Source: an optimization exercise on an open RTL-to-GDS flow (aim: small area, a short achievable clock period and few clock cycles per item). Production flows keep margins and buffers that such runs may drop.
Where RTL was checked, it was by simulation tests only, not by an equivalence proof against the original.
No functional check of the RTL was part of runs 1 to 3.

## design/flow/run.sh

```bash
#!/bin/bash
# synth_recipe.tcl (not shown) runs the flow's synth.tcl, then flattens the netlist and writes it again
# the make line also repeats each setting of config.mk as NAME=value (left out here)
make -C /OpenROAD-flow-scripts/flow DESIGN_CONFIG=/design/flow/config.mk WORK_HOME=/design/flow/orfs CLKGATE_MAP_FILE= SYNTH_SCRIPT=/design/flow/synth_recipe.tcl finish
```

## design/flow/config.mk

```make
export PLATFORM = sky130hd
export DESIGN_NAME = codec_residue_coder
export DESIGN_NICKNAME = codec_residue_coder
export VERILOG_FILES = /design/flow/design.v
export SDC_FILE = /design/flow/constraint.sdc
export NUM_CORES = 4
export LEC_CHECK = 0
export CAP_MARGIN = 20
export CORE_MARGIN = 2
export CORE_UTILIZATION = 40
export SLEW_MARGIN = 20
```

## design/flow/constraint.sdc

```tcl
create_clock -name core_clock -period 62.0 [get_ports {clk}]
set_input_delay 12.4000 -clock core_clock [delete_from_list [all_inputs] [get_ports {clk}]]
set_output_delay 12.4000 -clock core_clock [all_outputs]
set_load 0.01 [all_outputs]
```

## design/flow/design.v

```verilog
module codec_residue_coder (
    input  wire        clk,
    input  wire        rst,           
    input  wire        in_valid,
    output wire        in_ready,
    input  wire        in_first,      
    input  wire [1:0]  in_kind,       
    input  wire [2:0]  in_near,       
    input  wire        in_pred_ext,   
    input  wire [15:0] in_p,
    input  wire [15:0] in_x,
    input  wire [15:0] in_a,
    input  wire [15:0] in_b,
    input  wire [15:0] in_c,
    input  wire [15:0] in_d,
    output reg         out_valid,
    input  wire        out_ready,
    output wire [15:0] out_xr,        
    output wire [31:0] out_code,      
    output wire [5:0]  out_len        
);
    localparam NCTX = 52;
    function [16:0] f_range(input [1:0] kind, input [2:0] near);
        case ({kind, near})
            5'o00: f_range = 17'd1024;  5'o01: f_range = 17'd342;
            5'o02: f_range = 17'd206;   5'o03: f_range = 17'd148;
            5'o04: f_range = 17'd115;   5'o05: f_range = 17'd94;
            5'o06: f_range = 17'd80;    5'o07: f_range = 17'd70;
            5'o10: f_range = 17'd256;   5'o11: f_range = 17'd86;
            5'o12: f_range = 17'd52;    5'o13: f_range = 17'd38;
            5'o14: f_range = 17'd30;    5'o15: f_range = 17'd25;
            5'o16: f_range = 17'd21;    5'o17: f_range = 17'd18;
            5'o20: f_range = 17'd65536; 5'o21: f_range = 17'd21846;
            5'o22: f_range = 17'd13108; 5'o23: f_range = 17'd9364;
            5'o24: f_range = 17'd7283;  5'o25: f_range = 17'd5959;
            5'o26: f_range = 17'd5043;  5'o27: f_range = 17'd4370;
            5'o30: f_range = 17'd1024;  5'o31: f_range = 17'd342;
            5'o32: f_range = 17'd206;   5'o33: f_range = 17'd148;
            5'o34: f_range = 17'd115;   5'o35: f_range = 17'd94;
            5'o36: f_range = 17'd80;    default: f_range = 17'd70;
        endcase
    endfunction
    function [4:0] f_qbpp(input [1:0] kind, input [2:0] near);
        case ({kind, near})
            5'o00: f_qbpp = 5'd10; 5'o01: f_qbpp = 5'd9;  5'o02: f_qbpp = 5'd8;  5'o03: f_qbpp = 5'd8;
            5'o04: f_qbpp = 5'd7;  5'o05: f_qbpp = 5'd7;  5'o06: f_qbpp = 5'd7;  5'o07: f_qbpp = 5'd7;
            5'o10: f_qbpp = 5'd8;  5'o11: f_qbpp = 5'd7;  5'o12: f_qbpp = 5'd6;  5'o13: f_qbpp = 5'd6;
            5'o14: f_qbpp = 5'd5;  5'o15: f_qbpp = 5'd5;  5'o16: f_qbpp = 5'd5;  5'o17: f_qbpp = 5'd5;
            5'o20: f_qbpp = 5'd16; 5'o21: f_qbpp = 5'd15; 5'o22: f_qbpp = 5'd14; 5'o23: f_qbpp = 5'd14;
            5'o24: f_qbpp = 5'd13; 5'o25: f_qbpp = 5'd13; 5'o26: f_qbpp = 5'd13; 5'o27: f_qbpp = 5'd13;
            5'o30: f_qbpp = 5'd10; 5'o31: f_qbpp = 5'd9;  5'o32: f_qbpp = 5'd8;  5'o33: f_qbpp = 5'd8;
            5'o34: f_qbpp = 5'd7;  5'o35: f_qbpp = 5'd7;  5'o36: f_qbpp = 5'd7;  default: f_qbpp = 5'd7;
        endcase
    endfunction
    function [10:0] f_ainit(input [1:0] kind, input [2:0] near);
        case ({kind, near})
            5'o00: f_ainit = 11'd16;   5'o01: f_ainit = 11'd5;   5'o02: f_ainit = 11'd3;
            5'o10: f_ainit = 11'd4;
            5'o20: f_ainit = 11'd1024; 5'o21: f_ainit = 11'd341; 5'o22: f_ainit = 11'd205;
            5'o23: f_ainit = 11'd146;  5'o24: f_ainit = 11'd114; 5'o25: f_ainit = 11'd93;
            5'o26: f_ainit = 11'd79;   5'o27: f_ainit = 11'd68;
            5'o30: f_ainit = 11'd16;   5'o31: f_ainit = 11'd5;   5'o32: f_ainit = 11'd3;
            default: f_ainit = 11'd2;
        endcase
    endfunction
    reg  skid_v;
    wire adv = !skid_v;
    assign in_ready = adv;
    reg        v0;
    reg        first0, pext0;
    reg [1:0]  kind0;
    reg [2:0]  near0;
    reg [15:0] x0, a0, b0, c0, d0, p0;
    always @(posedge clk) begin
        if (rst)
            v0 <= 1'b0;
        else if (adv)
            v0 <= in_valid;
        if (adv) begin
            first0 <= in_first;
            kind0  <= in_kind;
            near0  <= in_near;
            pext0  <= in_pred_ext;
            p0 <= in_p;
            x0 <= in_x;
            a0 <= in_a;
            b0 <= in_b;
            c0 <= in_c;
            d0 <= in_d;
        end
    end
    reg [1:0] kind_q;
    reg [2:0] near_q;
    wire [1:0] kind_s1 = first0 ? kind0 : kind_q;
    wire [2:0] near_s1 = first0 ? near0 : near_q;
    wire [16:0] d_ca = {1'b0, c0} - {1'b0, a0};    
    wire [16:0] d_bc = {1'b0, b0} - {1'b0, c0};    
    wire [16:0] d_db = {1'b0, d0} - {1'b0, b0};    
    wire [16:0] d_ab = {1'b0, a0} - {1'b0, b0};    
    wire [15:0] ad_ca = d_ca[16] ? -d_ca[15:0] : d_ca[15:0];
    wire [15:0] ad_bc = d_bc[16] ? -d_bc[15:0] : d_bc[15:0];
    wire [15:0] ad_db = d_db[16] ? -d_db[15:0] : d_db[15:0];
    wire c_gt_a = !d_ca[16] && (d_ca[15:0] != 16'd0);
    wire c_gt_b = d_bc[16];
    wire c_lt_a = d_ca[16];
    wire c_lt_b = !d_bc[16] && (d_bc[15:0] != 16'd0);
    wire a_gt_b = !d_ab[16] && (d_ab[15:0] != 16'd0);
    wire [17:0] act  = {2'b0, ad_db} + {2'b0, ad_bc} + {2'b0, ad_ca};
    wire [11:0] acts = (kind_s1 == 2'd2) ? act[17:6] : act[11:0];
    reg  [3:0]  g;
    integer i;
    always @(*) begin
        g = 4'd0;
        for (i = 0; i < 12; i = i + 1)
            if (acts[i]) g = i[3:0] + 4'd1;
    end
    wire [5:0] ctx_s1 = {g, c_gt_a, c_gt_b};
    reg [15:0] pred;
    always @(*) begin
        if (pext0)
            pred = p0;
        else if (!c_lt_a && !c_lt_b)         
            pred = a_gt_b ? b0 : a0;
        else if (!c_gt_a && !c_gt_b)         
            pred = a_gt_b ? a0 : b0;
        else
            pred = a0 + d_bc[15:0];          
    end
    wire [16:0] e     = {1'b0, x0} - {1'b0, pred};
    wire        sgn   = e[16];
    wire [16:0] n_s1  = (e ^ {17{sgn}}) + {13'd0, sgn} + {14'd0, near_s1};
    reg        v1, first1, sgn1;
    reg [1:0]  kind1;
    reg [2:0]  near1;
    reg [16:0] n1;
    reg [15:0] x1;
    reg [5:0]  ctx1;
    always @(posedge clk) begin
        if (rst)
            v1 <= 1'b0;
        else if (adv)
            v1 <= v0;
        if (adv) begin
            if (v0 && first0) begin
                kind_q <= kind0;
                near_q <= near0;
            end
            first1 <= first0;
            kind1  <= kind_s1;
            near1  <= near_s1;
            sgn1   <= sgn;
            n1     <= n_s1;
            x1     <= x0;
            ctx1   <= ctx_s1;
        end
    end
    function [4:0] div_step(input [3:0] rem, input nb, input [2:0] nr);
        reg [5:0] s;
        begin
            s = {1'b0, rem, nb} - {2'b0, nr, 1'b1};
            div_step = s[5] ? {1'b0, rem[2:0], nb} : {1'b1, s[3:0]};    
        end
    endfunction
    reg [3:0]  rem_d1;
    reg [7:0]  qh_d1;
    reg [4:0]  st;
    always @(*) begin
        rem_d1 = 4'd0;
        for (i = 16; i >= 9; i = i - 1) begin
            st = div_step(rem_d1, n1[i], near1);
            qh_d1[i-9] = st[4];
            rem_d1 = st[3:0];
        end
    end
    reg        v2, first2, sgn2;
    reg [1:0]  kind2;
    reg [2:0]  near2;
    reg [7:0]  qh2;
    reg [8:0]  nl2;
    reg [3:0]  rem2;
    reg [15:0] x2;
    reg [5:0]  ctx2;
    always @(posedge clk) begin
        if (rst)
            v2 <= 1'b0;
        else if (adv)
            v2 <= v1;
        if (adv) begin
            first2 <= first1;
            kind2  <= kind1;
            near2  <= near1;
            sgn2   <= sgn1;
            qh2    <= qh_d1;
            nl2    <= n1[8:0];
            rem2   <= rem_d1;
            x2     <= x1;
            ctx2   <= ctx1;
        end
    end
    reg [3:0]  rem_d2;
    reg [8:0]  ql_d2;
    always @(*) begin
        rem_d2 = rem2;
        for (i = 8; i >= 0; i = i - 1) begin
            st = div_step(rem_d2, nl2[i], near2);
            ql_d2[i] = st[4];
            rem_d2 = st[3:0];
        end
    end
    reg        v3, first3, sgn3;
    reg [1:0]  kind3;
    reg [2:0]  near3;
    reg [16:0] qa3;
    reg [3:0]  rem3;
    reg [15:0] x3;
    reg [5:0]  ctx3;
    always @(posedge clk) begin
        if (rst)
            v3 <= 1'b0;
        else if (adv)
            v3 <= v2;
        if (adv) begin
            first3 <= first2;
            kind3  <= kind2;
            near3  <= near2;
            sgn3   <= sgn2;
            qa3    <= {qh2, ql_d2};
            rem3   <= rem_d2;
            x3     <= x2;
            ctx3   <= ctx2;
        end
    end
    wire [16:0] range3 = f_range(kind3, near3);
    wire [16:0] thr    = ((range3 + 17'd1) >> 1) + {16'd0, sgn3 & ~range3[0]};
    wire        flip   = qa3 >= thr;
    wire [16:0] aq     = flip ? range3 - qa3 : qa3;
    wire        negq   = sgn3 ? (!flip && qa3 != 17'd0) : flip;
    wire [16:0] m3     = {aq[15:0], 1'b0} - {16'd0, negq};
    wire signed [5:0]  tn  = $signed({3'b0, near3}) - $signed({2'b0, rem3});
    wire signed [5:0]  tns = sgn3 ? -tn : tn;
    wire signed [17:0] xr0 = $signed({2'b0, x3}) + tns;
    wire [15:0] maxv = (kind3 == 2'd2) ? 16'hffff : (kind3 == 2'd1) ? 16'h00ff : 16'h03ff;
    wire [15:0] xr3 = xr0[17] ? 16'd0 :
                      (xr0[16:0] > {1'b0, maxv}) ? maxv : xr0[15:0];
    reg [20:0]     ctx_a [0:NCTX-1];
    reg [5:0]      ctx_n [0:NCTX-1];
    reg [NCTX-1:0] ctx_v;
    wire [4:0]  qbpp   = f_qbpp(kind3, near3);
    wire [10:0] a_init = f_ainit(kind3, near3);
    wire        use_init = first3 || !ctx_v[ctx3];
    reg  [26:0] rd;
    always @(*) begin
        rd = 27'd0;
        for (i = 0; i < NCTX; i = i + 1)
            rd = rd | ({ctx_a[i], ctx_n[i]} & {27{ctx3 == i}});
    end
    wire [20:0] cur_a = use_init ? {10'd0, a_init} : rd[26:6];
    wire [5:0]  cur_n = use_init ? 6'd1 : rd[5:0];
    reg [4:0] k;
    always @(*) begin
        k = qbpp;
        for (i = 15; i >= 0; i = i - 1)
            if (({16'd0, cur_n} << i) >= {1'b0, cur_a} && i < qbpp)
                k = i[4:0];
    end
    wire [21:0] a_sum = {1'b0, cur_a} + {6'd0, m3[16:1]} + {21'd0, m3[0]};
    wire        n_wrap = (cur_n == 6'd63);
    wire [20:0] a_new = n_wrap ? a_sum[21:1] : a_sum[20:0];
    wire [5:0]  n_new = n_wrap ? 6'd32 : cur_n + 6'd1;
    wire        wr    = v3 && adv;
    integer j;
    always @(posedge clk) begin
        if (wr) begin
            ctx_a[ctx3] <= a_new;
            ctx_n[ctx3] <= n_new;
        end
        for (j = 0; j < NCTX; j = j + 1)
            if (wr && (first3 || ctx3 == j))
                ctx_v[j] <= (ctx3 == j);
    end
    wire [16:0] u      = m3 >> k;
    wire [4:0]  ulimit = 5'd31 - qbpp;
    wire        esc    = u >= {12'd0, ulimit};
    wire [16:0] mm1    = m3 - 17'd1;
    wire [16:0] kmask  = ~(17'h1ffff << k);
    wire [16:0] code3  = esc ? ((17'd1 << qbpp) | mm1)
                             : ((17'd1 << k) | (m3 & kmask));
    wire [5:0]  len3   = esc ? 6'd32 : {1'b0, u[4:0]} + {1'b0, k} + 6'd1;
    reg [15:0] o_xr,  s_xr;
    reg [16:0] o_code, s_code;
    reg [5:0]  o_len, s_len;
    wire head_free = !out_valid || out_ready;
    always @(posedge clk) begin
        if (rst) begin
            out_valid <= 1'b0;
            skid_v    <= 1'b0;
        end else if (head_free) begin
            out_valid <= skid_v || wr;
            skid_v    <= 1'b0;
        end else if (wr) begin
            skid_v    <= 1'b1;
        end
        if (head_free) begin
            if (skid_v) begin
                o_xr <= s_xr; o_code <= s_code; o_len <= s_len;
            end else begin
                o_xr <= xr3;  o_code <= code3;  o_len <= len3;
            end
        end
        if (!head_free && wr) begin
            s_xr <= xr3; s_code <= code3; s_len <= len3;
        end
    end
    assign out_xr   = o_xr;
    assign out_code = {15'd0, o_code};
    assign out_len  = o_len;
endmodule
```

==> qor.csv, run 1 <==
metric,value,unit
yosysMostFrequentCell,edfxtp_1,
yosys.area.top_type,edfxtp_1,
yosys_warnings,6,
dieArea,221000,um2
die_x,471,um
io_pins,163,
numClockSinks,1813,
grt_pass1_vias,59416,
outcome,no timing/DRC/antenna violations,
ys_top_cells_by_area,"edfxtp_1 61%, ha_1 5.0%, and3_1 4.1%",
numCtsBuffers,184,
drc,0,
cts_tree,built,
crit_arrival,2.47,ns
track_usage,0.286,
finalClockSkew,0.112,ns
rsz0062_at_grt,false,
wire_per_inst,32.5,um
area.growth.synth_to_final,14.3,%
yosysSeqAreaShare,0.622,
drt-total-wl,327000,um
synth_edf_count,1783,
groute.layer.met3.usage,0.0815,
ys_ff_latch,1813,
clk_latency,0.90,ns
grt_use_met2,0.430,
antenna_found_initial,15,
path_clk_slew,0.06,ns
period_share,0.240,
ys_types,116,
vias_per_cell,6.38,
hold_viol_final,0,
grt_overflow,0,
dr.pass1.iters,8,
crit_path_end_kind,output port,
initialDrtViolationCount,9471,
grt-busiest-layer,met2,
synthArstFlopShare,0,
critical_path_required,49.60,ns
avgSynthCellArea,12.9,um2
gp_congestion,0.934,
tightestPinTransition,1.23,ns
cts_resized,0,
cts-htree-levels,4,
fin_nets,7512,
dp_hpwl,204000,um
met1_usage,0.377,
ant_nets,0,
initial_core_util,0.402,
synth_area,87100,um2
holdCritPathClass,reg -> reg,
dominantRegCellSynth,edfxtp_1,
final_core_util,0.459,
post_cts_buffers,0,
cts.path.max_buffers,3,
num_rows,171,
critical_path_class,reg -> out,
finalCriticalPeriod,14.87,ns
drive_gt1_frac,0.110,
num_vias,64012,
grt_pass1_wl,453000,um
cts_hold_buf,0,
ctsRootBufferMaster,clkbuf_16,
fmax,67.2,MHz
relSlewSlack,0.182,
synth_top_area_share,0.615,
fin_setup_tns,0,ns
grt_max_degree,91,
max_cap_viol_count,0,
start_kind,flip-flop,
syn_inst,6752,
die_y,471,um
core_area,217000,um2
critPathMaxFanout,44,
maxSlewViolCount,0,
numPortBuffers,147,
finalSetupViolations,0,
synthTopCellsByCount,"1783 x edfxtp_1, 568 x and3_1, 404 x nor2_1, 345 x ha_1, 317 x inv_1",
-- critical path, cell delays in order (launching register included) --
cell	delay [ns]
dfxtp_2	0.31
buf_4	0.45
inv_8	0.26
clkdlybuf4s50_1	0.58
-- per-layer routing --
layer	wire length, um	vias to the layer above
li1	-	26711
met2	141000	4560
met5	20	-
met4	19800	2
met1	122000	31712
met3	43800	1027
-- state kept, by name, indices dropped and copies added (netlist names), 17 cells and up --
register,cells
ctx_a,1092
ctx_n,312
ctx_v,52
n1,17
o_code,17
qa3,17
s_code,17
-- stage by stage --
step	worst slack (ns)	instances	area [um2]	hold WS, ns
finish	47.13	10040	99500	0.360
global route	46.46	10024	99500	0.367
CTS	47.08	10020	99400	0.362
detailed placement	47.37	9681	93500	0.405
global placement	47.42	9681	93400	0.404
floorplan	42.00	6767	87100	0.400
-- cell type report --
type	instances	area, um2
repair buffers	415	3530
clock buffers	226	4760
flip-flops and latches	1813	54100
fillers	19078	117000
diodes	17	42.5
inverters	326	1230
well taps	2854	3570
clock inverters	113	1190
multi-input cells	4276	31100
-- path summary, 6_finish.rpt --
check | depth (start not counted) | end | slack (ns) | from
setup reg to reg | 56 | rem2[3]$_DFFE_PN_ | 47.72 | near2[0]$_DFFE_PN_
setup / recovery | 3 | in_ready | 47.13 | skid_v$_SDFFE_PP0P_
hold reg to reg | 0 | ctx3[5]$_DFFE_PN_ | 0.36 | ctx2[5]$_DFFE_PN_
hold / removal | 0 | ctx3[5]$_DFFE_PN_ | 0.36 | ctx2[5]$_DFFE_PN_
-- cells in the final DEF, fill, tap and decap left out, drive strengths merged, types with 45 or more instances in the layout --
master,count
a2111oi,146
a21boi,48
a21o,68
a21oi,260
a221oi,45
a22oi,201
and3,568
buf,268
clkbuf,226
clkdlybuf4s50,147
clkinv,88
edfxtp,1783
ha,345
inv,330
mux2,61
mux2i,87
nand2,315
nand3,200
nand4,115
nor2,407
nor2b,49
nor3,134
nor4,52
o21ai,209
xnor2,196
xor2,75
-- kinds of logic (layout without fill, tap and decap cells) --
family / after synthesis / count (layout) / synth area share
buffers and inverters: 678 / 1080 / 0.0314
muxes: 151 / 151 / 0.0188
DFF: 1813 / 1813 / 0.622
adders and majority gates: 391 / 391 / 0.0599
other: 2 / 34 / 0.0000862
AOI/OAI and AO/OA: 1362 / 1362 / 0.112
xor gates and xnor gates: 271 / 271 / 0.0273
and+or+nand+nor: 2084 / 2084 / 0.129
==> run 2: changes to the inputs <==
--- a/design/flow/design.v
+++ b/design/flow/design.v
@@ -19,7 +19,7 @@
     output wire [31:0] out_code,      
     output wire [5:0]  out_len        
 );
-    localparam NCTX = 52;
+    localparam NCTX = 50;
     function [16:0] f_range(input [1:0] kind, input [2:0] near);
         case ({kind, near})
             5'o00: f_range = 17'd1024;  5'o01: f_range = 17'd342;
@@ -63,9 +63,18 @@
             default: f_ainit = 11'd2;
         endcase
     endfunction
+    function [4:0] div_step(input [3:0] rem, input nb, input [2:0] nr);
+        reg [5:0] s;
+        begin
+            s = {1'b0, rem, nb} - {2'b0, nr, 1'b1};
+            div_step = s[5] ? {1'b0, rem[2:0], nb} : {1'b1, s[3:0]};
+        end
+    endfunction
+    integer i;
     reg  skid_v;
+    reg  rdy_q;
     wire adv = !skid_v;
-    assign in_ready = adv;
+    assign in_ready = rdy_q;
     reg        v0;
     reg        first0, pext0;
     reg [1:0]  kind0;
@@ -108,13 +117,12 @@
     wire [17:0] act  = {2'b0, ad_db} + {2'b0, ad_bc} + {2'b0, ad_ca};
     wire [11:0] acts = (kind_s1 == 2'd2) ? act[17:6] : act[11:0];
     reg  [3:0]  g;
-    integer i;
     always @(*) begin
         g = 4'd0;
         for (i = 0; i < 12; i = i + 1)
             if (acts[i]) g = i[3:0] + 4'd1;
     end
-    wire [5:0] ctx_s1 = {g, c_gt_a, c_gt_b};
+    wire [5:0] ctx_s1 = (g == 4'd12) ? {5'b11000, c_gt_a} : {g, c_gt_a, c_gt_b};
     reg [15:0] pred;
     always @(*) begin
         if (pext0)
@@ -126,13 +134,26 @@
         else
             pred = a0 + d_bc[15:0];          
     end
-    wire [16:0] e     = {1'b0, x0} - {1'b0, pred};
-    wire        sgn   = e[16];
-    wire [16:0] n_s1  = (e ^ {17{sgn}}) + {13'd0, sgn} + {14'd0, near_s1};
+    wire [16:0] e    = {1'b0, x0} - {1'b0, pred};
+    wire        sgn  = e[16];
+    wire [16:0] n_s1 = (e ^ {17{sgn}}) + {13'd0, sgn} + {14'd0, near_s1};
+    reg [3:0] rem_s1;
+    reg [2:0] qh_s1;
+    reg [4:0] st;
+    always @(*) begin
+        rem_s1 = 4'd0;
+        for (i = 16; i >= 14; i = i - 1) begin
+            st = div_step(rem_s1, n_s1[i], near_s1);
+            qh_s1[i-14] = st[4];
+            rem_s1 = st[3:0];
+        end
+    end
     reg        v1, first1, sgn1;
     reg [1:0]  kind1;
     reg [2:0]  near1;
-    reg [16:0] n1;
+    reg [2:0]  qh1;
+    reg [13:0] nl1;
+    reg [3:0]  rem1;
     reg [15:0] x1;
     reg [5:0]  ctx1;
     always @(posedge clk) begin
@@ -149,34 +170,28 @@
             kind1  <= kind_s1;
             near1  <= near_s1;
             sgn1   <= sgn;
-            n1     <= n_s1;
+            qh1    <= qh_s1;
+            nl1    <= n_s1[13:0];
+            rem1   <= rem_s1;
             x1     <= x0;
             ctx1   <= ctx_s1;
         end
     end
-    function [4:0] div_step(input [3:0] rem, input nb, input [2:0] nr);
-        reg [5:0] s;
-        begin
-            s = {1'b0, rem, nb} - {2'b0, nr, 1'b1};
-            div_step = s[5] ? {1'b0, rem[2:0], nb} : {1'b1, s[3:0]};    
-        end
-    endfunction
-    reg [3:0]  rem_d1;
-    reg [7:0]  qh_d1;
-    reg [4:0]  st;
+    reg [3:0] rem_d1;
+    reg [6:0] qm_d1;
     always @(*) begin
-        rem_d1 = 4'd0;
-        for (i = 16; i >= 9; i = i - 1) begin
-            st = div_step(rem_d1, n1[i], near1);
-            qh_d1[i-9] = st[4];
+        rem_d1 = rem1;
+        for (i = 13; i >= 7; i = i - 1) begin
+            st = div_step(rem_d1, nl1[i], near1);
+            qm_d1[i-7] = st[4];
             rem_d1 = st[3:0];
         end
     end
     reg        v2, first2, sgn2;
     reg [1:0]  kind2;
     reg [2:0]  near2;
-    reg [7:0]  qh2;
-    reg [8:0]  nl2;
+    reg [9:0]  qh2;
+    reg [6:0]  nl2;
     reg [3:0]  rem2;
     reg [15:0] x2;
     reg [5:0]  ctx2;
@@ -190,18 +205,18 @@
             kind2  <= kind1;
             near2  <= near1;
             sgn2   <= sgn1;
-            qh2    <= qh_d1;
-            nl2    <= n1[8:0];
+            qh2    <= {qh1, qm_d1};
+            nl2    <= nl1[6:0];
             rem2   <= rem_d1;
             x2     <= x1;
             ctx2   <= ctx1;
         end
     end
-    reg [3:0]  rem_d2;
-    reg [8:0]  ql_d2;
+    reg [3:0] rem_d2;
+    reg [6:0] ql_d2;
     always @(*) begin
         rem_d2 = rem2;
-        for (i = 8; i >= 0; i = i - 1) begin
+        for (i = 6; i >= 0; i = i - 1) begin
             st = div_step(rem_d2, nl2[i], near2);
             ql_d2[i] = st[4];
             rem_d2 = st[3:0];
@@ -247,13 +262,17 @@
     reg [NCTX-1:0] ctx_v;
     wire [4:0]  qbpp   = f_qbpp(kind3, near3);
     wire [10:0] a_init = f_ainit(kind3, near3);
-    wire        use_init = first3 || !ctx_v[ctx3];
-    reg  [26:0] rd;
+    reg [26:0] rd;
+    reg        rd_v;
     always @(*) begin
-        rd = 27'd0;
-        for (i = 0; i < NCTX; i = i + 1)
-            rd = rd | ({ctx_a[i], ctx_n[i]} & {27{ctx3 == i}});
+        rd   = 27'd0;
+        rd_v = 1'b0;
+        for (i = 0; i < NCTX; i = i + 1) begin
+            rd   = rd | ({ctx_a[i], ctx_n[i]} & {27{ctx3 == i}});
+            rd_v = rd_v | (ctx_v[i] & (ctx3 == i));
+        end
     end
+    wire        use_init = first3 || !rd_v;
     wire [20:0] cur_a = use_init ? {10'd0, a_init} : rd[26:6];
     wire [5:0]  cur_n = use_init ? 6'd1 : rd[5:0];
     reg [4:0] k;
@@ -268,15 +287,14 @@
     wire [20:0] a_new = n_wrap ? a_sum[21:1] : a_sum[20:0];
     wire [5:0]  n_new = n_wrap ? 6'd32 : cur_n + 6'd1;
     wire        wr    = v3 && adv;
-    integer j;
     always @(posedge clk) begin
         if (wr) begin
             ctx_a[ctx3] <= a_new;
             ctx_n[ctx3] <= n_new;
         end
-        for (j = 0; j < NCTX; j = j + 1)
-            if (wr && (first3 || ctx3 == j))
-                ctx_v[j] <= (ctx3 == j);
+        for (i = 0; i < NCTX; i = i + 1)
+            if (wr && (first3 || ctx3 == i))
+                ctx_v[i] <= (ctx3 == i);
     end
     wire [16:0] u      = m3 >> k;
     wire [4:0]  ulimit = 5'd31 - qbpp;
@@ -294,11 +312,14 @@
         if (rst) begin
             out_valid <= 1'b0;
             skid_v    <= 1'b0;
+            rdy_q     <= 1'b1;
         end else if (head_free) begin
             out_valid <= skid_v || wr;
             skid_v    <= 1'b0;
+            rdy_q     <= 1'b1;
         end else if (wr) begin
             skid_v    <= 1'b1;
+            rdy_q     <= 1'b0;
         end
         if (head_free) begin
             if (skid_v) begin
==> design/flow/config.mk (replaced) <==
export PLATFORM = sky130hd
export DESIGN_NAME = codec_residue_coder
export DESIGN_NICKNAME = codec_residue_coder
export VERILOG_FILES = /design/flow/design.v
export SDC_FILE = /design/flow/constraint.sdc
export NUM_CORES = 4
export LEC_CHECK = 0
export ABC_AREA = 1
export CAP_MARGIN = 10
export CORE_MARGIN = 2
export CORE_UTILIZATION = 60
export CTS_BUF_LIST = sky130_fd_sc_hd__clkbuf_4 sky130_fd_sc_hd__clkbuf_8
export SLEW_MARGIN = 10
==> run 2 against run 1 <==
Effect of this change:
- register-to-register slack gained 1.9 ns
- critical path depth fell by 2
- maximum frequency is 4.3% higher
- wire length fell by 16%
- clock-buffer cell count rose by 177
- non-clock buffer count shrank 108
- hold slack improved by 0.032 ns
- critical endpoint is now out_code[14]
==> qor.csv, run 2 <==
metric,value,unit
outcome,no timing/DRC/antenna violations,
hold_viol_final,0,
max_stage_delay,0.54,ns
clk_latency,1.04,ns
largest_reg_flops,1050,
num_rows,136,
io_pins,163,
numCtsBuffers,295,
ys_top_cells_by_area,"edfxtp_1 62%, nand2_1 9.6%, ha_1 5.3%",
crit_family,buffers and inverters,
fmax,70.1,MHz
antenna_found_initial,11,
critical_path_class,reg -> out,
reg.largest.list,"ctx_a (1050), ctx_n (300), ctx_v (50)",
holdCritPathClass,reg -> reg,
initial_core_util,0.606,
dieArea,142000,um2
grt_pass1_wl,389000,um
critPathBufInv,1,
slowest_stage,clkdlybuf4s50_1,
drt-total-wl,276000,um
synthTopCellsByCount,"2128 x nand2_1, 1723 x edfxtp_1, 622 x inv_1, 569 x nor2_1, 356 x ha_1",
period_share,0.230,
ys_ff_latch,1754,
finalCriticalPeriod,14.26,ns
dr.pass1.iters,8,
fin_nets,8556,
yosysSeqAreaShare,0.626,
crit_path_end_kind,output port,
cts-htree-levels,5,
yosys.area.top_type,edfxtp_1,
hold_depth,0,
relSlewSlack,0.149,
numPortBuffers,147,
grt_overflow,0,
numClockSinks,1754,
initialDrtViolationCount,8342,
fin_setup_tns,0,ns
grt_max_degree,80,
cts_tree,built,
gp_congestion,0.945,
max_cap_viol_count,0,
yosysMostFrequentCell,nand2_1,
area.growth.synth_to_final,12.2,%
yosys_warnings,6,
ctsRootBufferMaster,clkbuf_8,
avgSynthCellArea,10.9,um2
path_clk_slew,0.06,ns
synth_edf_count,1723,
track_usage,0.386,
layout_commonest_cell,nand2_1,
top_register,ctx_a,
tightestPinTransition,1.28,ns
reg2reg_depth,59,
critical_path_required,49.60,ns
rr_endpoint,rem2[3]$_DFFE_PN_,
core_area,138000,um2
critPathMaxFanout,1,
cts_resized,0,
synth_top_area_share,0.619,
wire_per_inst,27.4,um
syn_inst,7660,
drc,0,
mostFrequentLayoutCells,"2120 x nand2_1, 1723 x edfxtp_1, 619 x inv_1",
vias_per_cell,6.19,
crit_arrival,1.86,ns
hold_ws,0.392,ns
dp_hpwl,176000,um
dominantRegCellSynth,edfxtp_1,
start_kind,flip-flop,
reg2reg_from,a0[0]$_DFFE_PN_,
maxSlewViolCount,0,
finalClockSkew,0.0920,ns
drive_gt1_frac,0.100,
grt_pass1_vias,57630,
min_to,ctx3[5]$_DFFE_PN_,
min_from,ctx2[5]$_DFFE_PN_,
finalSetupViolations,0,
post_cts_buffers,0,
rsz0062_at_grt,false,
die_y,377,um
synthArstFlopShare,0,
path_cells,clkdlybuf4s50_1,
die_x,377,um
num_vias,62192,
synth_area,83600,um2
r2r_setup_slack,49.66,ns
cts.path.max_buffers,4,
cts_hold_buf,0,
ant_nets,0,
ys_types,70,
[run 2: cell families (layout without fill, tap and decap cells)]
logic type,Yosys count,count (layout),synth area share
simple gates,3488,3488,0.176
flops,1754,1754,0.626
compound gates,881,881,0.0647
buf+inv,873,1449,0.0417
fa+ha+maj,397,397,0.0631
xor+xnor,264,264,0.0277
other cells,2,25,0.0000899
mux,1,1,0.000120
[run 2: per-layer routing]
layer / part of all wire / global-route usage / vias to the layer above
met4: 0.050 / 0.166 / 8
met1: 0.37 / 0.528 / 29599
met3: 0.15 / 0.128 / 832
li1: - / - / 27485
met5: 0.00017 / 0 / -
met2: 0.43 / 0.568 / 4268
[run 2: area by class of cell]
type	instances	area [um2]
flip-flops and latches	1754	52400
fillers	10366	44000
multi-input cells	5047	28600
clock buffers	403	4920
repair buffers	307	2690
inverters	647	2440
well taps	1794	2240
clock inverters	92	543
diodes	9	22.5
[run 2: worst max-delay path by stage]
stage | from | to | slack, ns | cells after the start
after global placement | out_ready | s_code[7]$_DFFE_PP_ | 47.24 | 4
after detailed placement | out_ready | s_code[7]$_DFFE_PP_ | 47.19 | 4
after CTS | o_code[14]$_DFFE_PP_ | out_code[14] | 47.66 | 1
after floorplan | out_ready | s_code[0]$_DFFE_PP_ | 46.70 | 3
after global routing | o_code[2]$_DFFE_PP_ | out_code[2] | 47.68 | 1
final | o_code[14]$_DFFE_PP_ | out_code[14] | 47.74 | 1
[run 2: worst register-to-register path: cells and delay by family, from the launching register on]
| kind | cells | cell delay (ns) |
|---|---|---|
| buffers and inverters | 7 | 1.26 |
| DFF | 1 | 0.48 |
| adders and majority gates | 7 | 2.06 |
| AOI/OAI and AO/OA | 23 | 4.43 |
| and+or+nand+nor | 19 | 3.24 |
| xor gates and xnor gates | 3 | 0.61 |
[run 2: through the flow]
| step | instance area, um2 | setup slack, ns | cells | utilization |
|---|---|---|---|---|
| after floorplan | 83600 | 46.70 | 7674 | - |
| after global placement | 88300 | 47.24 | 9548 | 0.640 |
| after detailed placement | 88300 | 47.19 | 9548 | 0.640 |
| after CTS | 93700 | 47.66 | 10043 | 0.680 |
| after global routing | 93800 | 47.68 | 10045 | 0.680 |
| final | 93800 | 47.74 | 10053 | 0.680 |
==> run 3: changes to the inputs <==
--- a/design/flow/design.v
+++ b/design/flow/design.v
@@ -21,47 +21,85 @@
 );
     localparam NCTX = 50;
     function [16:0] f_range(input [1:0] kind, input [2:0] near);
-        case ({kind, near})
-            5'o00: f_range = 17'd1024;  5'o01: f_range = 17'd342;
-            5'o02: f_range = 17'd206;   5'o03: f_range = 17'd148;
-            5'o04: f_range = 17'd115;   5'o05: f_range = 17'd94;
-            5'o06: f_range = 17'd80;    5'o07: f_range = 17'd70;
-            5'o10: f_range = 17'd256;   5'o11: f_range = 17'd86;
-            5'o12: f_range = 17'd52;    5'o13: f_range = 17'd38;
-            5'o14: f_range = 17'd30;    5'o15: f_range = 17'd25;
-            5'o16: f_range = 17'd21;    5'o17: f_range = 17'd18;
-            5'o20: f_range = 17'd65536; 5'o21: f_range = 17'd21846;
-            5'o22: f_range = 17'd13108; 5'o23: f_range = 17'd9364;
-            5'o24: f_range = 17'd7283;  5'o25: f_range = 17'd5959;
-            5'o26: f_range = 17'd5043;  5'o27: f_range = 17'd4370;
-            5'o30: f_range = 17'd1024;  5'o31: f_range = 17'd342;
-            5'o32: f_range = 17'd206;   5'o33: f_range = 17'd148;
-            5'o34: f_range = 17'd115;   5'o35: f_range = 17'd94;
-            5'o36: f_range = 17'd80;    default: f_range = 17'd70;
-        endcase
+        f_range =
+            (kind == 2'd2 && near == 3'd0) ? 17'd65536 :
+            (kind == 2'd2 && near == 3'd1) ? 17'd21846 :
+            (kind == 2'd2 && near == 3'd2) ? 17'd13108 :
+            (kind == 2'd2 && near == 3'd3) ? 17'd9364 :
+            (kind == 2'd2 && near == 3'd4) ? 17'd7283 :
+            (kind == 2'd2 && near == 3'd5) ? 17'd5959 :
+            (kind == 2'd2 && near == 3'd6) ? 17'd5043 :
+            (kind == 2'd2 && near == 3'd7) ? 17'd4370 :
+            (kind == 2'd1 && near == 3'd0) ? 17'd256 :
+            (kind == 2'd1 && near == 3'd1) ? 17'd86 :
+            (kind == 2'd1 && near == 3'd2) ? 17'd52 :
+            (kind == 2'd1 && near == 3'd3) ? 17'd38 :
+            (kind == 2'd1 && near == 3'd4) ? 17'd30 :
+            (kind == 2'd1 && near == 3'd5) ? 17'd25 :
+            (kind == 2'd1 && near == 3'd6) ? 17'd21 :
+            (kind == 2'd1 && near == 3'd7) ? 17'd18 :
+            (near == 3'd0) ? 17'd1024 :
+            (near == 3'd1) ? 17'd342 :
+            (near == 3'd2) ? 17'd206 :
+            (near == 3'd3) ? 17'd148 :
+            (near == 3'd4) ? 17'd115 :
+            (near == 3'd5) ? 17'd94 :
+            (near == 3'd6) ? 17'd80 :
+            17'd70;
     endfunction
     function [4:0] f_qbpp(input [1:0] kind, input [2:0] near);
-        case ({kind, near})
-            5'o00: f_qbpp = 5'd10; 5'o01: f_qbpp = 5'd9;  5'o02: f_qbpp = 5'd8;  5'o03: f_qbpp = 5'd8;
-            5'o04: f_qbpp = 5'd7;  5'o05: f_qbpp = 5'd7;  5'o06: f_qbpp = 5'd7;  5'o07: f_qbpp = 5'd7;
-            5'o10: f_qbpp = 5'd8;  5'o11: f_qbpp = 5'd7;  5'o12: f_qbpp = 5'd6;  5'o13: f_qbpp = 5'd6;
-            5'o14: f_qbpp = 5'd5;  5'o15: f_qbpp = 5'd5;  5'o16: f_qbpp = 5'd5;  5'o17: f_qbpp = 5'd5;
-            5'o20: f_qbpp = 5'd16; 5'o21: f_qbpp = 5'd15; 5'o22: f_qbpp = 5'd14; 5'o23: f_qbpp = 5'd14;
-            5'o24: f_qbpp = 5'd13; 5'o25: f_qbpp = 5'd13; 5'o26: f_qbpp = 5'd13; 5'o27: f_qbpp = 5'd13;
-            5'o30: f_qbpp = 5'd10; 5'o31: f_qbpp = 5'd9;  5'o32: f_qbpp = 5'd8;  5'o33: f_qbpp = 5'd8;
-            5'o34: f_qbpp = 5'd7;  5'o35: f_qbpp = 5'd7;  5'o36: f_qbpp = 5'd7;  default: f_qbpp = 5'd7;
-        endcase
+        f_qbpp =
+            (kind == 2'd2 && near == 3'd0) ? 5'd16 :
+            (kind == 2'd2 && near == 3'd1) ? 5'd15 :
+            (kind == 2'd2 && near == 3'd2) ? 5'd14 :
+            (kind == 2'd2 && near == 3'd3) ? 5'd14 :
+            (kind == 2'd2 && near == 3'd4) ? 5'd13 :
+            (kind == 2'd2 && near == 3'd5) ? 5'd13 :
+            (kind == 2'd2 && near == 3'd6) ? 5'd13 :
+            (kind == 2'd2 && near == 3'd7) ? 5'd13 :
+            (kind == 2'd1 && near == 3'd0) ? 5'd8 :
+            (kind == 2'd1 && near == 3'd1) ? 5'd7 :
+            (kind == 2'd1 && near == 3'd2) ? 5'd6 :
+            (kind == 2'd1 && near == 3'd3) ? 5'd6 :
+            (kind == 2'd1 && near == 3'd4) ? 5'd5 :
+            (kind == 2'd1 && near == 3'd5) ? 5'd5 :
+            (kind == 2'd1 && near == 3'd6) ? 5'd5 :
+            (kind == 2'd1 && near == 3'd7) ? 5'd5 :
+            (near == 3'd0) ? 5'd10 :
+            (near == 3'd1) ? 5'd9 :
+            (near == 3'd2) ? 5'd8 :
+            (near == 3'd3) ? 5'd8 :
+            (near == 3'd4) ? 5'd7 :
+            (near == 3'd5) ? 5'd7 :
+            (near == 3'd6) ? 5'd7 :
+            5'd7;
     endfunction
     function [10:0] f_ainit(input [1:0] kind, input [2:0] near);
-        case ({kind, near})
-            5'o00: f_ainit = 11'd16;   5'o01: f_ainit = 11'd5;   5'o02: f_ainit = 11'd3;
-            5'o10: f_ainit = 11'd4;
-            5'o20: f_ainit = 11'd1024; 5'o21: f_ainit = 11'd341; 5'o22: f_ainit = 11'd205;
-            5'o23: f_ainit = 11'd146;  5'o24: f_ainit = 11'd114; 5'o25: f_ainit = 11'd93;
-            5'o26: f_ainit = 11'd79;   5'o27: f_ainit = 11'd68;
-            5'o30: f_ainit = 11'd16;   5'o31: f_ainit = 11'd5;   5'o32: f_ainit = 11'd3;
-            default: f_ainit = 11'd2;
-        endcase
+        f_ainit =
+            (kind == 2'd2 && near == 3'd0) ? 11'd1024 :
+            (kind == 2'd2 && near == 3'd1) ? 11'd341 :
+            (kind == 2'd2 && near == 3'd2) ? 11'd205 :
+            (kind == 2'd2 && near == 3'd3) ? 11'd146 :
+            (kind == 2'd2 && near == 3'd4) ? 11'd114 :
+            (kind == 2'd2 && near == 3'd5) ? 11'd93 :
+            (kind == 2'd2 && near == 3'd6) ? 11'd79 :
+            (kind == 2'd2 && near == 3'd7) ? 11'd68 :
+            (kind == 2'd1 && near == 3'd0) ? 11'd4 :
+            (kind == 2'd1 && near == 3'd1) ? 11'd2 :
+            (kind == 2'd1 && near == 3'd2) ? 11'd2 :
+            (kind == 2'd1 && near == 3'd3) ? 11'd2 :
+            (kind == 2'd1 && near == 3'd4) ? 11'd2 :
+            (kind == 2'd1 && near == 3'd5) ? 11'd2 :
+            (kind == 2'd1 && near == 3'd6) ? 11'd2 :
+            (kind == 2'd1 && near == 3'd7) ? 11'd2 :
+            (near == 3'd0) ? 11'd16 :
+            (near == 3'd1) ? 11'd5 :
+            (near == 3'd2) ? 11'd3 :
+            (near == 3'd3) ? 11'd2 :
+            (near == 3'd4) ? 11'd2 :
+            (near == 3'd5) ? 11'd2 :
+            (near == 3'd6) ? 11'd2 :
+            11'd2;
     endfunction
     function [4:0] div_step(input [3:0] rem, input nb, input [2:0] nr);
         reg [5:0] s;
@@ -70,7 +108,7 @@
             div_step = s[5] ? {1'b0, rem[2:0], nb} : {1'b1, s[3:0]};
         end
     endfunction
-    integer i;
+    integer i, j;
     reg  skid_v;
     reg  rdy_q;
     wire adv = !skid_v;
@@ -139,13 +177,13 @@
     wire [16:0] n_s1 = (e ^ {17{sgn}}) + {13'd0, sgn} + {14'd0, near_s1};
     reg [3:0] rem_s1;
     reg [2:0] qh_s1;
-    reg [4:0] st;
+    reg [4:0] st1;
     always @(*) begin
         rem_s1 = 4'd0;
         for (i = 16; i >= 14; i = i - 1) begin
-            st = div_step(rem_s1, n_s1[i], near_s1);
-            qh_s1[i-14] = st[4];
-            rem_s1 = st[3:0];
+            st1 = div_step(rem_s1, n_s1[i], near_s1);
+            qh_s1[i-14] = st1[4];
+            rem_s1 = st1[3:0];
         end
     end
     reg        v1, first1, sgn1;
@@ -179,12 +217,13 @@
     end
     reg [3:0] rem_d1;
     reg [6:0] qm_d1;
+    reg [4:0] st2;
     always @(*) begin
         rem_d1 = rem1;
         for (i = 13; i >= 7; i = i - 1) begin
-            st = div_step(rem_d1, nl1[i], near1);
-            qm_d1[i-7] = st[4];
-            rem_d1 = st[3:0];
+            st2 = div_step(rem_d1, nl1[i], near1);
+            qm_d1[i-7] = st2[4];
+            rem_d1 = st2[3:0];
         end
     end
     reg        v2, first2, sgn2;
@@ -214,12 +253,13 @@
     end
     reg [3:0] rem_d2;
     reg [6:0] ql_d2;
+    reg [4:0] st3;
     always @(*) begin
         rem_d2 = rem2;
         for (i = 6; i >= 0; i = i - 1) begin
-            st = div_step(rem_d2, nl2[i], near2);
-            ql_d2[i] = st[4];
-            rem_d2 = st[3:0];
+            st3 = div_step(rem_d2, nl2[i], near2);
+            ql_d2[i] = st3[4];
+            rem_d2 = st3[3:0];
         end
     end
     reg        v3, first3, sgn3;
@@ -275,11 +315,27 @@
     wire        use_init = first3 || !rd_v;
     wire [20:0] cur_a = use_init ? {10'd0, a_init} : rd[26:6];
     wire [5:0]  cur_n = use_init ? 6'd1 : rd[5:0];
-    reg [4:0] k;
+    reg [21:0] zh;
+    reg [20:0] zl;
+    reg [15:0] c_k;
+    reg        ge;
+    reg [4:0]  k;
     always @(*) begin
+        zh[21] = 1'b1;
+        for (i = 20; i >= 0; i = i - 1)
+            zh[i] = zh[i+1] & ~cur_a[i];
+        zl[0] = 1'b1;
+        for (i = 1; i <= 20; i = i + 1)
+            zl[i] = zl[i-1] & ~cur_a[i-1];
+        for (i = 0; i < 16; i = i + 1) begin
+            ge = zl[i];
+            for (j = 0; j < 6; j = j + 1)
+                ge = (cur_n[j] & ~cur_a[i+j]) | (cur_n[j] & ge) | (~cur_a[i+j] & ge);
+            c_k[i] = zh[i+6] & ge;
+        end
         k = qbpp;
         for (i = 15; i >= 0; i = i - 1)
-            if (({16'd0, cur_n} << i) >= {1'b0, cur_a} && i < qbpp)
+            if (c_k[i] && i < qbpp)
                 k = i[4:0];
     end
     wire [21:0] a_sum = {1'b0, cur_a} + {6'd0, m3[16:1]} + {21'd0, m3[0]};
--- a/design/flow/config.mk
+++ b/design/flow/config.mk
@@ -9,5 +9,7 @@
 export CAP_MARGIN = 10
 export CORE_MARGIN = 2
 export CORE_UTILIZATION = 60
-export CTS_BUF_LIST = sky130_fd_sc_hd__clkbuf_4 sky130_fd_sc_hd__clkbuf_8
+export CTS_BUF_LIST = sky130_fd_sc_hd__clkbuf_16
+export CTS_CLUSTER_DIAMETER = 60
+export CTS_CLUSTER_SIZE = 24
 export SLEW_MARGIN = 10
==> run 3 against run 2 <==
Effect of this change:
- flip-flop and latch count fell by 11
- maximum frequency increased by 1.9%
- die area is 3.0% lower
- final area fell by 4.1%
- wire length fell by 2.1%
- via count decreased by 6.4%
- synthesized cell count fell by 8.0%
- still clean
- non-clock buffer count rose by 8
- final cell count is 9.2% lower
==> qor.csv, run 3 <==
metric,value,unit
synthMuxAreaShare,0.000525,
outcome,no timing/DRC/antenna violations,
drive_gt1_frac,0.0783,
synthXorXnorAreaFrac,0.0288,
grt_pass1_vias,53680,
dr.pass1.iters,7,
synthTopCellsByCount,"1736 x edfxtp_1, 1668 x nand2_1, 625 x inv_1, 505 x nor2_1, 298 x a21oi_1",
synth_area,81100,um2
area.growth.synth_to_final,10.9,%
synth_edf_count,1736,
dominantRegCellSynth,edfxtp_1,
synth_top_area_share,0.643,
avgSynthCellArea,11.5,um2
path_clk_slew,0.09,ns
r2r_setup_slack,48.07,ns
drt-total-wl,270000,um
yosysSeqAreaShare,0.645,
grt_max_degree,86,
numCtsBuffers,113,
dp_cells,8916,
die_y,372,um
grt_pass1_wl,380000,um
yosys_warnings,1,
critPathMaxFanout,1,
fin_nets,7673,
numClockSinks,1743,
cts_tree,built,
crit_family,buffers and inverters,
finalInstanceArea,89900,um2
core_area,134000,um2
critPathBufInv,1,
critical_path_required,49.60,ns
ys_ff_latch,1743,
track_usage,0.390,
clk_latency,0.79,ns
gp_congestion,0.960,
place_area,85800,um2
grt_overflow,0,
numPortBuffers,147,
crit_arrival,1.60,ns
holdCritPathClass,reg -> reg,
max_stage_delay,0.53,ns
top_register,ctx_a,
maxSlewViolCount,0,
period_share,0.226,
instances_no_fill,9128,
ys_top_cells_by_area,"edfxtp_1 64%, nand2_1 7.7%, ha_1 4.0%",
path_depth,1,
critical_path_class,reg -> out,
drc,0,
synth_adder_area_share,0.0510,
hold_ws,0.422,ns
layout_commonest_cell,edfxtp_1,
mostFrequentLayoutCells,"1736 x edfxtp_1, 1665 x nand2_1, 628 x inv_1",
path_cells,clkdlybuf4s50_1,
ctsRootBufferMaster,clkbuf_16,
io_pins,163,
slowest_stage,clkdlybuf4s50_1,
ant_nets,0,
reg2reg_from,a0[1]$_DFFE_PN_,
cts.path.max_buffers,3,
synth_top_family_by_area,simple AND/OR/NAND/NOR gates,
tightestPinTransition,1.38,ns
yosysMostFrequentCell,edfxtp_1,
crit_path_end_kind,output port,
yosys.area.top_type,edfxtp_1,
reg2reg_depth,75,
wire_per_inst,29.6,um
vias_per_cell,6.38,
synth_compound_area_frac,0.0817,
num_vias,58238,
rr_endpoint,rem1[1]$_DFFE_PN_,
finalClockSkew,0.0962,ns
cts_hold_buf,0,
finalCriticalPeriod,14.00,ns
cts_resized,0,
syn_inst,7049,
fmax,71.4,MHz
finalSetupViolations,0,
relSlewSlack,0.0749,
endpoint,out_xr[9],
critPathLaunch,o_xr[9]$_DFFE_PP_,
max_cap_viol_count,0,
post_cts_buffers,0,
rsz0062_at_grt,false,
die_x,372,um
cts-htree-levels,3,
ys_types,77,
synth-simple-area-share,0.149,
fin_setup_tns,0,ns
largest_reg_flops,1050,
reg.largest.list,"ctx_a (1050), ctx_n (300), ctx_v (50)",
initialDrtViolationCount,8656,
hold_viol_final,0,
num_rows,134,
initial_core_util,0.606,
dp_hpwl,170000,um
synthArstFlopShare,0,
dieArea,138000,um2
antenna_found_initial,6,
start_kind,flip-flop,
[run 3: cell types whose count changed after synthesis, sizes merged, moves of 15 or more]
cell     delta
nand2     -467
ha        -100
nand3      -95
a22o       +94
nor2       -70
a21oi      -35
dfxtp      -24
o22ai      +18
a211oi     +16
buf        +16
a2111oi    +15
[run 3: worst reg2reg max path: cells and delay by family, from the launching register on]
| kind | cells | cell delay, ns |
|---|---|---|
| buffers and inverters | 14 | 2.00 |
| flip-flops | 1 | 0.46 |
| adder cells (fa/ha/maj) | 6 | 1.95 |
| AND/OR/NAND/NOR | 21 | 3.11 |
| AO/OA/AOI/OAI | 34 | 6.14 |
[run 3: cells by family (layout without fill, tap and decap cells)]
group | Yosys count | after routing
AO/OA/AOI/OAI | 1013 | 1013
XOR/XNOR | 267 | 267
adder cells (fa/ha/maj) | 304 | 304
buffers and inverters | 886 | 1179
flip-flops | 1743 | 1743
multiplexers | 4 | 4
other | 2 | 20
AND/OR/NAND/NOR | 2830 | 2830
[run 3: metrics by stage]
step | setup WS, ns | util
after floorplan | 46.70 | -
after global placement | 47.40 | 0.641
after detailed placement | 47.38 | 0.641
after CTS | 47.96 | 0.672
after global routing | 46.55 | 0.672
final | 48.00 | 0.672
[run 3: metal layers]
metal / wire, um / GRT usage
met1: 99500 / 0.544
met5: 13 / 0
met2: 115000 / 0.573
met4: 14900 / 0.167
met3: 40200 / 0.117
[run 3: worst min-delay path by stage]
| stage | from | endpoint | slack [ns] | depth (start not counted) |
|---|---|---|---|---|
| floorplan | ctx1[0]$_DFFE_PN_ | ctx2[0]$_DFFE_PN_ | 0.40 | 0 |
| global placement | x1[2]$_DFFE_PN_ | x2[2]$_DFFE_PN_ | 0.40 | 0 |
| detailed placement | ctx1[1]$_SDFFCE_PP0N_ | ctx2[1]$_DFFE_PN_ | 0.40 | 0 |
| CTS | kind1[1]$_DFFE_PN_ | kind2[1]$_DFFE_PN_ | 0.42 | 0 |
| global route | nl1[6]$_DFFE_PN_ | nl2[6]$_DFFE_PN_ | 0.42 | 0 |
| finish | nl1[6]$_DFFE_PN_ | nl2[6]$_DFFE_PN_ | 0.42 | 0 |
[run 3: layout make-up]
class | count | area (um2)
repair buffers | 315 | 2750
well taps | 1768 | 2210
fillers | 9866 | 43900
diodes | 3 | 7.51
multi-input cells | 4435 | 26100
inverters | 657 | 2470
flip-flops and latches | 1743 | 52300
clock inverters | 93 | 1220
clock buffers | 114 | 2850
==> run 4: changes to the inputs <==
--- a/design/flow/design.v
+++ b/design/flow/design.v
@@ -176,21 +176,21 @@
     wire        sgn  = e[16];
     wire [16:0] n_s1 = (e ^ {17{sgn}}) + {13'd0, sgn} + {14'd0, near_s1};
     reg [3:0] rem_s1;
-    reg [2:0] qh_s1;
+    reg [1:0] qh_s1;
     reg [4:0] st1;
     always @(*) begin
         rem_s1 = 4'd0;
-        for (i = 16; i >= 14; i = i - 1) begin
+        for (i = 16; i >= 15; i = i - 1) begin
             st1 = div_step(rem_s1, n_s1[i], near_s1);
-            qh_s1[i-14] = st1[4];
+            qh_s1[i-15] = st1[4];
             rem_s1 = st1[3:0];
         end
     end
     reg        v1, first1, sgn1;
     reg [1:0]  kind1;
     reg [2:0]  near1;
-    reg [2:0]  qh1;
-    reg [13:0] nl1;
+    reg [1:0]  qh1;
+    reg [14:0] nl1;
     reg [3:0]  rem1;
     reg [15:0] x1;
     reg [5:0]  ctx1;
@@ -209,7 +209,7 @@
             near1  <= near_s1;
             sgn1   <= sgn;
             qh1    <= qh_s1;
-            nl1    <= n_s1[13:0];
+            nl1    <= n_s1[14:0];
             rem1   <= rem_s1;
             x1     <= x0;
             ctx1   <= ctx_s1;
@@ -220,17 +220,17 @@
     reg [4:0] st2;
     always @(*) begin
         rem_d1 = rem1;
-        for (i = 13; i >= 7; i = i - 1) begin
+        for (i = 14; i >= 8; i = i - 1) begin
             st2 = div_step(rem_d1, nl1[i], near1);
-            qm_d1[i-7] = st2[4];
+            qm_d1[i-8] = st2[4];
             rem_d1 = st2[3:0];
         end
     end
     reg        v2, first2, sgn2;
     reg [1:0]  kind2;
     reg [2:0]  near2;
-    reg [9:0]  qh2;
-    reg [6:0]  nl2;
+    reg [8:0]  qh2;
+    reg [7:0]  nl2;
     reg [3:0]  rem2;
     reg [15:0] x2;
     reg [5:0]  ctx2;
@@ -245,18 +245,18 @@
             near2  <= near1;
             sgn2   <= sgn1;
             qh2    <= {qh1, qm_d1};
-            nl2    <= nl1[6:0];
+            nl2    <= nl1[7:0];
             rem2   <= rem_d1;
             x2     <= x1;
             ctx2   <= ctx1;
         end
     end
     reg [3:0] rem_d2;
-    reg [6:0] ql_d2;
+    reg [7:0] ql_d2;
     reg [4:0] st3;
     always @(*) begin
         rem_d2 = rem2;
-        for (i = 6; i >= 0; i = i - 1) begin
+        for (i = 7; i >= 0; i = i - 1) begin
             st3 = div_step(rem_d2, nl2[i], near2);
             ql_d2[i] = st3[4];
             rem_d2 = st3[3:0];
==> run 4 against run 3 <==
Effect of this change:
- critical endpoint is now in_ready
- first-iteration DRC count fell by 1.1%
- global-route usage decreased by 1.1 points
- still clean on timing, DRC and antenna
- highest routed layer unchanged
- synthesized cell count rose by 0.23%
- clock skew is 0.033 ns lower
- hold slack worse by 0.0042 ns
==> qor.csv, run 4 <==
metric,value,unit
synthArstFlopShare,0,
seq_area,52300,um2
fin_setup_tns,0,ns
initial_core_util,0.604,
critical_path_class,reg -> out,
crit_path_end_kind,output port,
holdCritPathClass,reg -> reg,
dr.pass1.iters,8,
track_usage,0.380,
post_cts_buffers,0,
dp_hpwl,167000,um
vias_per_cell,6.36,
initialDrtViolationCount,8557,
place_area,86000,um2
finalCriticalPeriod,14.05,ns
grt_pass1_wl,377000,um
period_share,0.227,
numPortBuffers,147,
slowest_stage,clkdlybuf4s50_1,
cts_hold_buf,0,
yosys.area.top_type,edfxtp_1,
finalInstanceArea,90300,um2
ys_ff_latch,1743,
ant_nets,0,
numCtsBuffers,114,
gp_congestion,0.983,
path_clk_slew,0.09,ns
tightestPinTransition,1.30,ns
cts_resized,0,
yosysSeqAreaShare,0.640,
mostFrequentLayoutCells,"1736 x edfxtp_1, 1644 x nand2_1, 626 x inv_1",
drc,0,
cts-htree-levels,3,
hold_viol_final,0,
die_x,373,um
syn_inst,7065,
ys_types,83,
synth_compound_area_frac,0.0794,
core_area,135000,um2
crit_family,buffers and inverters,
antenna_found_initial,15,
max_cap_viol_count,0,
setup_ws,47.95,ns
synth_adder_area_share,0.0508,
ys_top_cells_by_area,"edfxtp_1 64%, nand2_1 7.6%, ha_1 3.9%",
synth_top_family_by_area,simple AND/OR/NAND/NOR gates,
crit_arrival,1.65,ns
maxSlewViolCount,0,
reg.largest.list,"ctx_a (1050), ctx_n (300), ctx_v (50)",
grt_overflow,0,
outcome,no timing/DRC/antenna violations,
finalSetupViolations,0,
relSlewSlack,0.129,
avgSynthCellArea,11.6,um2
die_y,373,um
layout_commonest_cell,edfxtp_1,
io_pins,163,
max_stage_delay,0.54,ns
synth_area,81700,um2
synthXorXnorAreaFrac,0.0288,
cts_tree,built,
numClockSinks,1743,
rsz0062_at_grt,false,
critical_path_required,49.60,ns
synth-simple-area-share,0.155,
start_kind,flip-flop,
synth_top_area_share,0.638,
fill_cells,10175,
pre_cts_ws,47.66,ns
yosysMostFrequentCell,edfxtp_1,
cts.path.max_buffers,3,
fin_nets,7670,
synth_edf_count,1736,
dominantRegCellSynth,edfxtp_1,
ctsRootBufferMaster,clkbuf_16,
largest_reg_flops,1050,
fmax,71.2,MHz
yosys_warnings,1,
top_register,ctx_a,
critPathBufInv,1,
path_cells,clkdlybuf4s50_1,
critPathMaxFanout,2,
dieArea,139000,um2
finalClockSkew,0.0632,ns
drt-total-wl,267000,um
drive_gt1_frac,0.0803,
synthMuxAreaShare,0.000398,
grt_max_degree,188,
clk_latency,0.80,ns
area.growth.synth_to_final,10.4,%
multiInputGateArea,26400,um2
wire_per_inst,29.2,um
num_rows,135,
num_vias,58168,
synthTopCellsByCount,"1736 x edfxtp_1, 1660 x nand2_1, 619 x inv_1, 456 x nor2_1, 285 x nand3_1",
final_core_util,0.667,
grt_pass1_vias,53471,
[run 4: path summary, 6_finish.rpt]
kind / from / end / slack (ns) / cells past startpoint
max: rdy_q$_SDFFE_PP1P_ / in_ready / 47.95 / 1
min reg2reg: ctx2[0]$_DFFE_PN_ / ctx3[0]$_DFFE_PN_ / 0.42 / 0
max reg2reg: a0[1]$_DFFE_PN_ / rem1[2]$_DFFE_PN_ / 49.39 / 66
min: ctx2[0]$_DFFE_PN_ / ctx3[0]$_DFFE_PN_ / 0.42 / 0
[run 4: cell families after synthesis]
| group | Yosys count |
|---|---|
| AOI/OAI and AO/OA | 983 |
| xor gates and xnor gates | 269 |
| adders and majority gates | 305 |
| buffers and inverters | 889 |
| DFF | 1743 |
| muxes | 3 |
| other | 2 |
| and+or+nand+nor | 2871 |
[run 4: per-stage QoR]
stage | hold slack (ns) | instances
after global routing | 0.428 | 9137
after global placement | 0.400 | 8925
after detailed placement | 0.405 | 8925
after CTS | 0.410 | 9136
after floorplan | 0.400 | 7081
final | 0.418 | 9142
[run 4: final cells by class]
type / count / area share
tap: 1781 / 0.0247
timing repair buffer: 294 / 0.0288
multi-input combinational: 4449 / 0.293
inverter: 659 / 0.0276
clock inverter: 96 / 0.0148
sequential: 1743 / 0.579
clock buffer: 115 / 0.0319
antenna: 5 / 0.000139
[run 4: per-layer routing]
metal  up-vias  track usage  wire, um
met2      3768        0.573    117000
met1     28214        0.516     99100
met3       719        0.112     37000
met5         -            0       100
met4        14        0.161     14400
li1      25453            -         -
Testbench counts of run 4, summed over its fixed seeds: cycles 99,268, items 99,228.
==> run 5: changes to the inputs <==
==> design/flow/flow/run.sh (new file) <==
#!/bin/bash
# The standard layout, with the port buffers placed as buf_2 cells instead of the
# resizer's default pick (a slow clkdlybuf4s50_1 delay cell). Everything else, synthesis
# included, is standard.sh unchanged.
set -euo pipefail
cd "$(dirname "$0")/.."
echo 'export BUFFER_PORTS_ARGS = -buffer_cell sky130_fd_sc_hd__buf_2' >> config.mk
bash standard.sh > standard.log 2>&1
==> design/flow/standard.sh (new file) <==
#!/bin/bash
# synth_recipe.tcl (not shown) runs the flow's synth.tcl, then flattens the netlist and writes it again
# the make line also repeats each setting of config.mk as NAME=value (left out here)
make -C /OpenROAD-flow-scripts/flow DESIGN_CONFIG=/design/flow/config.mk WORK_HOME=/design/flow/orfs CLKGATE_MAP_FILE= SYNTH_SCRIPT=/design/flow/synth_recipe.tcl "${@:-finish}"
--- a/design/flow/config.mk
+++ b/design/flow/config.mk
@@ -13,3 +13,4 @@
 export CTS_CLUSTER_DIAMETER = 60
 export CTS_CLUSTER_SIZE = 24
 export SLEW_MARGIN = 10
+export BUFFER_PORTS_ARGS = -buffer_cell sky130_fd_sc_hd__buf_2
removed: design/flow/run.sh
==> run 5 against run 4 <==
Effect of this change:
- highest routed layer unchanged
- critical path depth unchanged
- global-route usage rose by 0.17 points
- area after synthesis stayed put
- largest cell class unchanged
- register-to-register slack lost 0.06 ns
- flip-flop and latch count did not move
- via count about the same
==> qor.csv, run 5 <==
metric,value,unit
yosys_warnings,1,
max_stage_delay,0.39,ns
finalCriticalPeriod,13.66,ns
ys_types,83,
numPortBuffers,147,
grt_max_degree,144,
grt_pass1_wl,379000,um
rsz0062_at_grt,false,
hold_viol_final,0,
synth_area,81700,um2
grt_overflow,0,
min_from,nl1[2]$_DFFE_PN_,
crit_family,flip-flops,
clk_latency,0.81,ns
final_core_util,0.661,
instances_no_fill,9148,
post_cts_buffers,0,
dominantRegCellSynth,edfxtp_1,
fin_nets,7677,
outcome,no timing/DRC/antenna violations,
mostFrequentLayoutCells,"1736 x edfxtp_1, 1643 x nand2_1, 626 x inv_1",
crit_path_end_kind,output port,
largest_reg_flops,1050,
fmax,73.2,MHz
rr_endpoint,rem1[0]$_DFFE_PN_,
ctsRootBufferMaster,clkbuf_16,
initialDrtViolationCount,8452,
crit_arrival,1.26,ns
drc,0,
critical_path_required,49.60,ns
drive_gt1_frac,0.101,
tightestPinTransition,1.31,ns
layout_commonest_cell,edfxtp_1,
gp_congestion,0.965,
max_cap_viol_count,0,
top_register,ctx_a,
ant_nets,0,
numClockSinks,1743,
die_x,373,um
core_area,135000,um2
num_rows,135,
path_cells,buf_2,
grt_pass1_vias,53822,
finalSetupViolations,0,
reg2reg_from,b0[0]$_DFFE_PN_,
area.growth.synth_to_final,9.42,%
critPathBufInv,1,
path_clk_slew,0.08,ns
yosysSeqAreaShare,0.640,
critical_path_class,reg -> out,
avgSynthCellArea,11.6,um2
antenna_found_initial,14,
dp_hpwl,168000,um
io_pins,163,
numCtsBuffers,116,
cts_resized,0,
initial_core_util,0.604,
track_usage,0.381,
wire_per_inst,29.3,um
drt-total-wl,268000,um
cts_hold_buf,0,
min_to,nl2[2]$_DFFE_PN_,
start_kind,flip-flop,
cts_tree,built,
ys_top_cells_by_area,"edfxtp_1 64%, nand2_1 7.6%, ha_1 3.9%",
relSlewSlack,0.123,
hold_ws,0.412,ns
hold_depth,0,
cts.path.max_buffers,3,
syn_inst,7065,
yosysMostFrequentCell,edfxtp_1,
synthTopCellsByCount,"1736 x edfxtp_1, 1660 x nand2_1, 619 x inv_1, 456 x nor2_1, 285 x nand3_1",
reg.largest.list,"ctx_a (1050), ctx_n (300), ctx_v (50)",
ys_ff_latch,1743,
vias_per_cell,6.36,
die_y,373,um
num_vias,58223,
dp_cells,8929,
synth_top_area_share,0.638,
dr.pass1.iters,8,
critPathMaxFanout,1,
holdCritPathClass,reg -> reg,
maxSlewViolCount,0,
synthArstFlopShare,0,
period_share,0.220,
dieArea,139000,um2
r2r_setup_slack,49.33,ns
yosys.area.top_type,edfxtp_1,
fin_setup_tns,0,ns
cts-htree-levels,3,
slowest_stage,edfxtp_1,
finalClockSkew,0.0899,ns
reg2reg_depth,67,
synth_edf_count,1736,
## run 5: logic make-up after synthesis
group                    after synthesis  synth area share
AO/OA/AOI/OAI                        983            0.0794
AND/OR/NAND/NOR                     2871             0.155
multiplexers                           3          0.000398
adder cells (fa/ha/maj)              305            0.0508
flip-flops                          1743             0.640
buffers and inverters                889            0.0462
XOR/XNOR                             269            0.0288
other                                  2         0.0000919
## run 5: cell type report
class                   count  area (um2)
clock buffers             117        2930
diodes                      5        12.5
fillers                 10253       45900
multi-input cells        4449       26400
flip-flops and latches   1743       52300
well taps                1781        2230
repair buffers            299        1910
clock inverters            95        1130
inverters                 659        2490
## run 5: layer usage
metal,track usage,up-vias,share of wire
li1,-,25435,-
met1,0.531,28181,0.38
met2,0.569,3801,0.43
met3,0.104,794,0.14
met4,0.162,12,0.054
met5,0,-,0.00037
## run 5: worst max path at each step
stage / start / endpoint / slack, ns / cells past startpoint
2_1_floorplan: out_ready / s_code[0]$_DFFE_PP_ / 46.70 / 3
3_3_place_gp: out_ready / s_xr[5]$_DFFE_PP_ / 47.98 / 4
3_5_place_dp: out_ready / s_xr[10]$_DFFE_PP_ / 47.99 / 4
4_1_cts: o_code[1]$_DFFE_PP_ / out_code[1] / 48.26 / 1
5_1_grt: b0[0]$_DFFE_PN_ / rem1[0]$_DFFE_PN_ / 47.61 / 67
6_report: o_code[1]$_DFFE_PP_ / out_code[1] / 48.34 / 1
## run 5: per-stage QoR
| step | setup slack (ns) | area, um2 |
|---|---|---|
| 2_1_floorplan | 46.70 | 81800 |
| 5_1_grt | 47.61 | 89400 |
| 4_1_cts | 48.26 | 89400 |
| 6_report | 48.34 | 89400 |
| 3_5_place_dp | 47.99 | 85300 |
| 3_3_place_gp | 47.98 | 85300 |

port drivers added, routing unchanged:
In the flow no input, the clock included, has a driving cell. The finished layouts below were timed again as built, in two steps.
Step 1, drivers: a clkbuf_16 drives clk and a buf_2 each remaining input, both assumed.
Step 2 moves the port delays by t, midway between the first and last clock arrival at a register: inputs arrive t later, outputs are due t later. That takes back most of the time a late clock gives input paths.
Three values: ideal, step 1, step 2; two values: the first two.
| run | t, ns | setup WS [ns] | worst setup path at the end | latest minus earliest clock arrival (ns) | worst register clock-pin slew, ns |
|---|---|---|---|---|---|
| run 1 | 0.934 | 47.128 / 47.035 / 47.622 | input to register | 0.112 / 0.112 | 0.07 / 0.07 |
| run 2 | 1.071 | 47.740 / 47.661 / 47.218 | input to register | 0.101 / 0.101 | 0.07 / 0.07 |
| run 3 | 0.825 | 48.002 / 47.924 / 47.361 | input to register | 0.096 / 0.097 | 0.10 / 0.10 |
| run 4 | 0.847 | 47.948 / 47.868 / 47.666 | input to register | 0.064 / 0.063 | 0.10 / 0.10 |
| run 5 | 0.848 | 48.337 / 48.256 / 47.951 | input to register | 0.090 / 0.090 | 0.10 / 0.10 |
After both steps setup and hold are still met in every run listed. The setup slack of run 3, which loses most, moves by -0.078 ns with the drivers and by -0.641 ns with both steps.
